Background: an optimization exercise with open tools, aiming at small area, a short achievable clock period and few clock cycles per item. Do not read the settings as production practice. Only simulation tests tie the RTL to the original design; equivalence was not proved. The clock port is modelled as an ideal driver; clocking choices that lean on that would not hold on a real chip. Treat power and IR drop as tool artefacts here; the default activity estimate runs too high for this design.

==> xenon: inputs <==
==> flow/design.v (excerpt) <==
module comp_blend (
    input  wire         clk,
    input  wire         rst,          
    input  wire         in_valid,
    output wire         in_ready,
    input  wire [7:0]   l_en,         
    input  wire [63:0]  z_order,      
    input  wire [79:0]  g_alpha,      
    input  wire [35:0]  bg_colour,    
    input  wire [9:0]   bg_alpha,     
    input  wire [1:0]   depth_sel,    
    input  wire [1:0]   rot,          
    input  wire [2:0]   x_lo,         
    input  wire [2:0]   y_lo,         
    input  wire [287:0] l_colour,     
    input  wire [79:0]  l_alpha,      
    input  wire [7:0]   l_inside,     
    output wire         out_valid,
    input  wire         out_ready,
    output reg  [11:0]  out_c0,       
    output reg  [11:0]  out_c1,       
    output reg  [11:0]  out_c2,       
    output reg  [9:0]   out_alpha,    
    output reg  [9:0]   out_key       
);
export LEC_CHECK = 0
export CAP_MARGIN = 20
export CORE_MARGIN = 2
export CORE_UTILIZATION = 40
export SETUP_SLACK_MARGIN = 4
export SLEW_MARGIN = 20
create_clock -name core_clock -period 50.0 [get_ports {clk}]
standard.sh (not shown) runs the stock make flow with config.mk's settings and CLKGATE_MAP_FILE= SYNTH_SCRIPT=/design/flow/synth_recipe.tcl, a recipe that flattens the netlist after the stock synthesis.
==> flow/flow/run.sh <==
#!/bin/bash
set -euo pipefail
here=$(cd "$(dirname "$0")" && pwd)
export BUFFER_PORTS_ARGS="-buffer_cell sky130_fd_sc_hd__buf_1"
export POST_CTS_TCL="$here/post_cts.tcl"
bash standard.sh finish > standard.log 2>&1
==> flow/flow/post_cts.tcl <==
# Extra setup repair after clock tree synthesis (sourced by ORFS's cts.tcl).
estimate_parasitics -placement
puts "post_cts: worst slack before [sta::worst_slack -max]"
repair_timing -setup -setup_margin 38.4 -skip_last_gasp -verbose
set result [catch { detailed_placement } msg]
if { $result != 0 } {
  error "Detailed placement failed after the extra repair: $msg"
}
check_placement -verbose
estimate_parasitics -placement
puts "post_cts: worst slack after [sta::worst_slack -max]"
==> inputs of ember, as changes to xenon <==
--- a/flow/design.v
+++ b/flow/design.v
@@ -54,19 +54,18 @@
                 default: reduce = v;
             endcase
         end
     endfunction
     integer ci, cj, mi, ai, si, sj;
     reg        think;         
     reg        rdy;           
-    reg        g1;            
-    reg [3:0]  pra, prb;      
+    reg        sf;            
+    reg [2:0]  hca, hcb;      
     reg        nf;            
-    reg [7:0]  cnr;           
-    reg [7:0]  done;          
+    reg [7:0]  cnd;           
     reg [7:0]  blu [0:7];     
     reg [7:0]  blw [0:7];     
     integer bi, bj;
     always @* begin
         for (bi = 0; bi < 8; bi = bi + 1)
             for (bj = 0; bj < 8; bj = bj + 1)
                 blw[bi][bj] = (bi < bj) ? blu[bi][bj] : (bi > bj) ? ~blu[bj][bi] : 1'b0;
@@ -86,29 +85,27 @@
     reg [35:0] p2c;
     reg [11:0] d0, d1, d2;    
     reg [9:0]  acc_a;
     reg [3:0]  dthr;
     reg [1:0]  ddsel;
     reg        dv;            
     reg        ov;            
-    wire ge3 = (pra[0] & pra[1] & (pra[2] | pra[3])) | (pra[2] & pra[3] & (pra[0] | pra[1])) |
-               (prb[0] & (pra[1] | pra[2] | pra[3])) | (prb[1] & (pra[0] | pra[2] | pra[3])) |
-               (prb[2] & (pra[0] | pra[1] | pra[3])) | (prb[3] & (pra[0] | pra[1] | pra[2]));
-    wire acc = rdy | (g1 & ~ge3);
+    wire acc = rdy | (nf & ~think & sf &
+                      ((hca[0] & hcb[2]) | (hca[1] & hcb[1]) | (hca[2] & hcb[0])));
     assign in_ready  = acc;
     assign out_valid = ov;
     wire stall = dv & ov & p2v & p2first;
     wire mv    = dv & ~ov;
     wire dv_n  = (p2v & p2last & ~stall) | (dv & ~mv);
     wire ov_n  = mv | (ov & ~out_ready);
     wire st_n  = p1v & p1first & dv_n & ov_n;
     wire st_g  = dv_n & ov_n & (stall ? (p2v & p2first) : (p1v & p1first));
     reg [7:0] cand, sel, rem, sel2, rem2;
     always @* begin
-        cand = cnr & ~done;
+        cand = cnd;
         for (ci = 0; ci < 8; ci = ci + 1) begin
             sel[ci] = cand[ci] & ~think;
             for (cj = 0; cj < 8; cj = cj + 1)
                 if (cj != ci && cand[cj] && !blw[ci][cj]) sel[ci] = 1'b0;
         end
         rem = cand & ~sel;
         for (ci = 0; ci < 8; ci = ci + 1) begin
@@ -198,15 +195,15 @@
                       - {8'd0, acc_a, 2'd0} + 20'd511;
     wire [10:0] kgs = {1'b0, ky[19:10]} + {1'b0, ky[9:0]} + 11'd1;
     wire [9:0]  key = 10'd64 + ky[19:10] + {9'd0, kgs[10]};
     always @(posedge clk) begin
         if (rst) begin
             think <= 1'b1;
             rdy   <= 1'b0;
-            g1    <= 1'b0;
+            sf    <= 1'b0;
             hv    <= 1'b0;
             p1v   <= 1'b0;
             p2v   <= 1'b0;
             dv    <= 1'b0;
             ov    <= 1'b0;
         end else begin
             if (!stall) begin
@@ -224,48 +221,43 @@
                     end else begin
                         rdy   <= rem_le2 & ~st_n;
                     end
                 end
                 p2v <= p1v;
             end
             dv <= dv_n;
-            g1 <= ~stall & think & in_valid & ~st_g;
+            sf <= ~st_g;
             if (mv)
                 ov <= 1'b1;
             else if (out_ready)
                 ov <= 1'b0;
         end
     end
     always @(posedge clk) begin
-        cnr <= cnd_in;
-        for (si = 0; si < 4; si = si + 1) begin
-            pra[si] <= cnd_in[2*si] | cnd_in[2*si+1];
-            prb[si] <= cnd_in[2*si] & cnd_in[2*si+1];
-        end
-        for (si = 0; si < 8; si = si + 1)
-            for (sj = si + 1; sj < 8; sj = sj + 1)
-                blu[si][sj] <= (z_order[8*si +: 8] <= z_order[8*sj +: 8]);
-    end
-    always @(posedge clk) begin
         if (!stall) begin
             if (think) begin
                 p1first <= 1'b0;
                 p1last  <= 1'b1;
                 p1p     <= hp;
                 p1g     <= hg;
                 p1c     <= hc;
                 nf      <= 1'b1;
-                done    <= 8'd0;
+                cnd     <= cnd_in;
+                hca     <= le012(cnd_in[3:0]);
+                hcb     <= le012(cnd_in[7:4]);
+                for (si = 0; si < 8; si = si + 1)
+                    for (sj = si + 1; sj < 8; sj = sj + 1)
+                        blu[si][sj] <= (z_order[8*si +: 8] <= z_order[8*sj +: 8]);
             end else begin
                 p1first <= nf;
                 p1last  <= acc & (rem == 8'd0);
                 p1p     <= s1p;
                 p1g     <= s1g;
                 p1c     <= s1c;
-                done    <= done | sel;
+                cnd     <= cnd & ~sel;
                 nf      <= 1'b0;
                 if (nf) begin
                     bgc   <= bg_colour;
                     bga   <= bg_alpha;
                     bthr  <= thr_in;
                     bdsel <= depth_sel;
                 end
==> inputs of zinc, as changes to xenon <==
--- a/flow/design.v
+++ b/flow/design.v
@@ -54,19 +54,18 @@
                 default: reduce = v;
             endcase
         end
     endfunction
     integer ci, cj, mi, ai, si, sj;
     reg        think;         
     reg        rdy;           
-    reg        g1;            
-    reg [3:0]  pra, prb;      
+    reg        sf;            
+    reg [2:0]  hca, hcb;      
     reg        nf;            
-    reg [7:0]  cnr;           
-    reg [7:0]  done;          
+    reg [7:0]  cnd;           
     reg [7:0]  blu [0:7];     
     reg [7:0]  blw [0:7];     
     integer bi, bj;
     always @* begin
         for (bi = 0; bi < 8; bi = bi + 1)
             for (bj = 0; bj < 8; bj = bj + 1)
                 blw[bi][bj] = (bi < bj) ? blu[bi][bj] : (bi > bj) ? ~blu[bj][bi] : 1'b0;
@@ -86,29 +85,27 @@
     reg [35:0] p2c;
     reg [11:0] d0, d1, d2;    
     reg [9:0]  acc_a;
     reg [3:0]  dthr;
     reg [1:0]  ddsel;
     reg        dv;            
     reg        ov;            
-    wire ge3 = (pra[0] & pra[1] & (pra[2] | pra[3])) | (pra[2] & pra[3] & (pra[0] | pra[1])) |
-               (prb[0] & (pra[1] | pra[2] | pra[3])) | (prb[1] & (pra[0] | pra[2] | pra[3])) |
-               (prb[2] & (pra[0] | pra[1] | pra[3])) | (prb[3] & (pra[0] | pra[1] | pra[2]));
-    wire acc = rdy | (g1 & ~ge3);
+    wire acc = rdy | (nf & ~think & sf &
+                      ((hca[0] & hcb[2]) | (hca[1] & hcb[1]) | (hca[2] & hcb[0])));
     assign in_ready  = acc;
     assign out_valid = ov;
     wire stall = dv & ov & p2v & p2first;
     wire mv    = dv & ~ov;
     wire dv_n  = (p2v & p2last & ~stall) | (dv & ~mv);
     wire ov_n  = mv | (ov & ~out_ready);
     wire st_n  = p1v & p1first & dv_n & ov_n;
     wire st_g  = dv_n & ov_n & (stall ? (p2v & p2first) : (p1v & p1first));
     reg [7:0] cand, sel, rem, sel2, rem2;
     always @* begin
-        cand = cnr & ~done;
+        cand = cnd;
         for (ci = 0; ci < 8; ci = ci + 1) begin
             sel[ci] = cand[ci] & ~think;
             for (cj = 0; cj < 8; cj = cj + 1)
                 if (cj != ci && cand[cj] && !blw[ci][cj]) sel[ci] = 1'b0;
         end
         rem = cand & ~sel;
         for (ci = 0; ci < 8; ci = ci + 1) begin
@@ -198,15 +195,15 @@
                       - {8'd0, acc_a, 2'd0} + 20'd511;
     wire [10:0] kgs = {1'b0, ky[19:10]} + {1'b0, ky[9:0]} + 11'd1;
     wire [9:0]  key = 10'd64 + ky[19:10] + {9'd0, kgs[10]};
     always @(posedge clk) begin
         if (rst) begin
             think <= 1'b1;
             rdy   <= 1'b0;
-            g1    <= 1'b0;
+            sf    <= 1'b0;
             hv    <= 1'b0;
             p1v   <= 1'b0;
             p2v   <= 1'b0;
             dv    <= 1'b0;
             ov    <= 1'b0;
         end else begin
             if (!stall) begin
@@ -224,48 +221,43 @@
                     end else begin
                         rdy   <= rem_le2 & ~st_n;
                     end
                 end
                 p2v <= p1v;
             end
             dv <= dv_n;
-            g1 <= ~stall & think & in_valid & ~st_g;
+            sf <= ~st_g;
             if (mv)
                 ov <= 1'b1;
             else if (out_ready)
                 ov <= 1'b0;
         end
     end
     always @(posedge clk) begin
-        cnr <= cnd_in;
-        for (si = 0; si < 4; si = si + 1) begin
-            pra[si] <= cnd_in[2*si] | cnd_in[2*si+1];
-            prb[si] <= cnd_in[2*si] & cnd_in[2*si+1];
-        end
-        for (si = 0; si < 8; si = si + 1)
-            for (sj = si + 1; sj < 8; sj = sj + 1)
-                blu[si][sj] <= (z_order[8*si +: 8] <= z_order[8*sj +: 8]);
-    end
-    always @(posedge clk) begin
         if (!stall) begin
             if (think) begin
                 p1first <= 1'b0;
                 p1last  <= 1'b1;
                 p1p     <= hp;
                 p1g     <= hg;
                 p1c     <= hc;
                 nf      <= 1'b1;
-                done    <= 8'd0;
+                cnd     <= cnd_in;
+                hca     <= le012(cnd_in[3:0]);
+                hcb     <= le012(cnd_in[7:4]);
+                for (si = 0; si < 8; si = si + 1)
+                    for (sj = si + 1; sj < 8; sj = sj + 1)
+                        blu[si][sj] <= (z_order[8*si +: 8] <= z_order[8*sj +: 8]);
             end else begin
                 p1first <= nf;
                 p1last  <= acc & (rem == 8'd0);
                 p1p     <= s1p;
                 p1g     <= s1g;
                 p1c     <= s1c;
-                done    <= done | sel;
+                cnd     <= cnd & ~sel;
                 nf      <= 1'b0;
                 if (nf) begin
                     bgc   <= bg_colour;
                     bga   <= bg_alpha;
                     bthr  <= thr_in;
                     bdsel <= depth_sel;
                 end
==> flow/flow/post_cts.tcl (replaced) <==
# Extra setup repair after clock tree synthesis (sourced by ORFS's cts.tcl).
estimate_parasitics -placement
puts "post_cts: worst slack before [sta::worst_slack -max]"
repair_timing -setup -setup_margin 37.8 -skip_last_gasp -verbose
set result [catch { detailed_placement } msg]
if { $result != 0 } {
  error "Detailed placement failed after the extra repair: $msg"
}
check_placement -verbose
estimate_parasitics -placement
puts "post_cts: worst slack after [sta::worst_slack -max]"
==> inputs of amber, as changes to xenon <==
--- a/flow/design.v
+++ b/flow/design.v
@@ -54,19 +54,18 @@
                 default: reduce = v;
             endcase
         end
     endfunction
     integer ci, cj, mi, ai, si, sj;
     reg        think;         
     reg        rdy;           
-    reg        g1;            
-    reg [3:0]  pra, prb;      
+    reg        sf;            
+    reg [2:0]  hca, hcb;      
     reg        nf;            
-    reg [7:0]  cnr;           
-    reg [7:0]  done;          
+    reg [7:0]  cnd;           
     reg [7:0]  blu [0:7];     
     reg [7:0]  blw [0:7];     
     integer bi, bj;
     always @* begin
         for (bi = 0; bi < 8; bi = bi + 1)
             for (bj = 0; bj < 8; bj = bj + 1)
                 blw[bi][bj] = (bi < bj) ? blu[bi][bj] : (bi > bj) ? ~blu[bj][bi] : 1'b0;
@@ -86,29 +85,27 @@
     reg [35:0] p2c;
     reg [11:0] d0, d1, d2;    
     reg [9:0]  acc_a;
     reg [3:0]  dthr;
     reg [1:0]  ddsel;
     reg        dv;            
     reg        ov;            
-    wire ge3 = (pra[0] & pra[1] & (pra[2] | pra[3])) | (pra[2] & pra[3] & (pra[0] | pra[1])) |
-               (prb[0] & (pra[1] | pra[2] | pra[3])) | (prb[1] & (pra[0] | pra[2] | pra[3])) |
-               (prb[2] & (pra[0] | pra[1] | pra[3])) | (prb[3] & (pra[0] | pra[1] | pra[2]));
-    wire acc = rdy | (g1 & ~ge3);
+    wire acc = rdy | (nf & ~think & sf &
+                      ((hca[0] & hcb[2]) | (hca[1] & hcb[1]) | (hca[2] & hcb[0])));
     assign in_ready  = acc;
     assign out_valid = ov;
     wire stall = dv & ov & p2v & p2first;
     wire mv    = dv & ~ov;
     wire dv_n  = (p2v & p2last & ~stall) | (dv & ~mv);
     wire ov_n  = mv | (ov & ~out_ready);
     wire st_n  = p1v & p1first & dv_n & ov_n;
     wire st_g  = dv_n & ov_n & (stall ? (p2v & p2first) : (p1v & p1first));
     reg [7:0] cand, sel, rem, sel2, rem2;
     always @* begin
-        cand = cnr & ~done;
+        cand = cnd;
         for (ci = 0; ci < 8; ci = ci + 1) begin
             sel[ci] = cand[ci] & ~think;
             for (cj = 0; cj < 8; cj = cj + 1)
                 if (cj != ci && cand[cj] && !blw[ci][cj]) sel[ci] = 1'b0;
         end
         rem = cand & ~sel;
         for (ci = 0; ci < 8; ci = ci + 1) begin
@@ -198,15 +195,15 @@
                       - {8'd0, acc_a, 2'd0} + 20'd511;
     wire [10:0] kgs = {1'b0, ky[19:10]} + {1'b0, ky[9:0]} + 11'd1;
     wire [9:0]  key = 10'd64 + ky[19:10] + {9'd0, kgs[10]};
     always @(posedge clk) begin
         if (rst) begin
             think <= 1'b1;
             rdy   <= 1'b0;
-            g1    <= 1'b0;
+            sf    <= 1'b0;
             hv    <= 1'b0;
             p1v   <= 1'b0;
             p2v   <= 1'b0;
             dv    <= 1'b0;
             ov    <= 1'b0;
         end else begin
             if (!stall) begin
@@ -224,48 +221,43 @@
                     end else begin
                         rdy   <= rem_le2 & ~st_n;
                     end
                 end
                 p2v <= p1v;
             end
             dv <= dv_n;
-            g1 <= ~stall & think & in_valid & ~st_g;
+            sf <= ~st_g;
             if (mv)
                 ov <= 1'b1;
             else if (out_ready)
                 ov <= 1'b0;
         end
     end
     always @(posedge clk) begin
-        cnr <= cnd_in;
-        for (si = 0; si < 4; si = si + 1) begin
-            pra[si] <= cnd_in[2*si] | cnd_in[2*si+1];
-            prb[si] <= cnd_in[2*si] & cnd_in[2*si+1];
-        end
-        for (si = 0; si < 8; si = si + 1)
-            for (sj = si + 1; sj < 8; sj = sj + 1)
-                blu[si][sj] <= (z_order[8*si +: 8] <= z_order[8*sj +: 8]);
-    end
-    always @(posedge clk) begin
         if (!stall) begin
             if (think) begin
                 p1first <= 1'b0;
                 p1last  <= 1'b1;
                 p1p     <= hp;
                 p1g     <= hg;
                 p1c     <= hc;
                 nf      <= 1'b1;
-                done    <= 8'd0;
+                cnd     <= cnd_in;
+                hca     <= le012(cnd_in[3:0]);
+                hcb     <= le012(cnd_in[7:4]);
+                for (si = 0; si < 8; si = si + 1)
+                    for (sj = si + 1; sj < 8; sj = sj + 1)
+                        blu[si][sj] <= (z_order[8*si +: 8] <= z_order[8*sj +: 8]);
             end else begin
                 p1first <= nf;
                 p1last  <= acc & (rem == 8'd0);
                 p1p     <= s1p;
                 p1g     <= s1g;
                 p1c     <= s1c;
-                done    <= done | sel;
+                cnd     <= cnd & ~sel;
                 nf      <= 1'b0;
                 if (nf) begin
                     bgc   <= bg_colour;
                     bga   <= bg_alpha;
                     bthr  <= thr_in;
                     bdsel <= depth_sel;
                 end
==> flow/flow/post_cts.tcl (replaced) <==
# Extra setup repair after clock tree synthesis (sourced by ORFS's cts.tcl).
estimate_parasitics -placement
puts "post_cts: worst slack before [sta::worst_slack -max]"
repair_timing -setup -setup_margin 39 -skip_last_gasp -verbose
set result [catch { detailed_placement } msg]
if { $result != 0 } {
  error "Detailed placement failed after the extra repair: $msg"
}
check_placement -verbose
estimate_parasitics -placement
puts "post_cts: worst slack after [sta::worst_slack -max]"
==> run notes <==
zinc passed the timing, design-rule and antenna checks. xenon completed without violations. amber completed without violations. ember produced a clean layout.
The highest first-iteration DRC count belongs to ember, the lowest to xenon.
Flip-flop and latch count is the same in ember and zinc.
Of ember and amber, amber has the higher fmax (gap 0.26%, measured against amber).
The lowest worst hold slack belongs to amber, the highest to xenon.
The lowest via count belongs to zinc, the highest to xenon.
The lowest utilization belongs to xenon, the highest to amber.
==> figures <==
Pint: ember 0.0130 W; xenon 0.0183 W; amber 0.0138 W; zinc 0.0124 W
Number of inserted filler cells in the final layout: ember 12100; xenon 12400; amber 12000; zinc 12300
Core occupancy in the finished layout: ember 46.4%; xenon 45.5%; amber 47.1%; zinc 45.5%
Area growth syn-to-layout: ember 14.8%; xenon 13.3%; amber 16.6%; zinc 12.6%
Worst hold slack: ember 0.416 ns; xenon 0.417 ns; amber 0.415 ns; zinc 0.416 ns
Share of cell area taken by muxes after synthesis: ember 2.11%; xenon 0.959%; amber 2.11%; zinc 2.11%
Number of antenna violations at the first check in global routing: ember 40; xenon 41; amber 41; zinc 44
Layout clock area frac: ember 2.74%; xenon 2.64%; amber 2.70%; zinc 2.80%
Most repeated library cell on the critical path: ember sky130_fd_sc_hd__o21a_1; xenon -; amber -; zinc sky130_fd_sc_hd__nand4_1
Run status: ember no timing/DRC/antenna violations; xenon no timing/DRC/antenna violations; amber no timing/DRC/antenna violations; zinc no timing/DRC/antenna violations
Routed wl met2: ember 93.2 mm; xenon 93.8 mm; amber 94.6 mm; zinc 92.2 mm
Total via count after detailed routing: ember 44800; xenon 45400; amber 45000; zinc 44400
Pre-Repair DR Iteration Count: ember 9; xenon 14; amber 7; zinc 10
Testbench counts of xenon, summed over its fixed seeds: cycles 6,242, items 2,400.
Testbench counts of ember, summed over its fixed seeds: cycles 6,242, items 2,400.
Testbench counts of zinc, summed over its fixed seeds: cycles 6,242, items 2,400.
Testbench counts of amber, summed over its fixed seeds: cycles 6,242, items 2,400.

==> port drivers added, routing unchanged <==
How much do the figures lean on ideal ports? The routed layouts below were timed once more, with nothing changed but the port constraints.
Step 1 sets driving cells, clkbuf_16 on the clock port and buf_2 on the other inputs (assumed; they add their load-dependent delay and slew).
Step 2 adds t to the input delays and takes it off the output delays; t is the mean of the earliest and latest rising clock arrival at the registers after step 1. Input paths then give back, and output paths get back, about the clock's delay inside the block.
Three values: ideal, step 1, step 2; two values: the first two.
run | t, ns | slack for setup (ns) | worst setup path after step 2 | latest minus earliest clock arrival (ns) | worst slew at a driven data input, ns
xenon | 0.696 | 37.975 / 37.899 / 37.548 | input to register | 0.035 / 0.035 | 0.24
ember | 0.722 | 37.875 / 37.793 / 37.207 | input to register | 0.033 / 0.033 | 0.39
zinc | 0.722 | 37.491 / 37.558 / 36.836 | input to register | 0.035 / 0.035 | 0.39
amber | 0.725 | 37.907 / 37.815 / 37.240 | input to register | 0.034 / 0.034 | 0.40
After both steps setup and hold are still met in every run listed. The setup slack of ember, which loses most, moves by -0.082 ns with the drivers and by -0.668 ns with both steps.
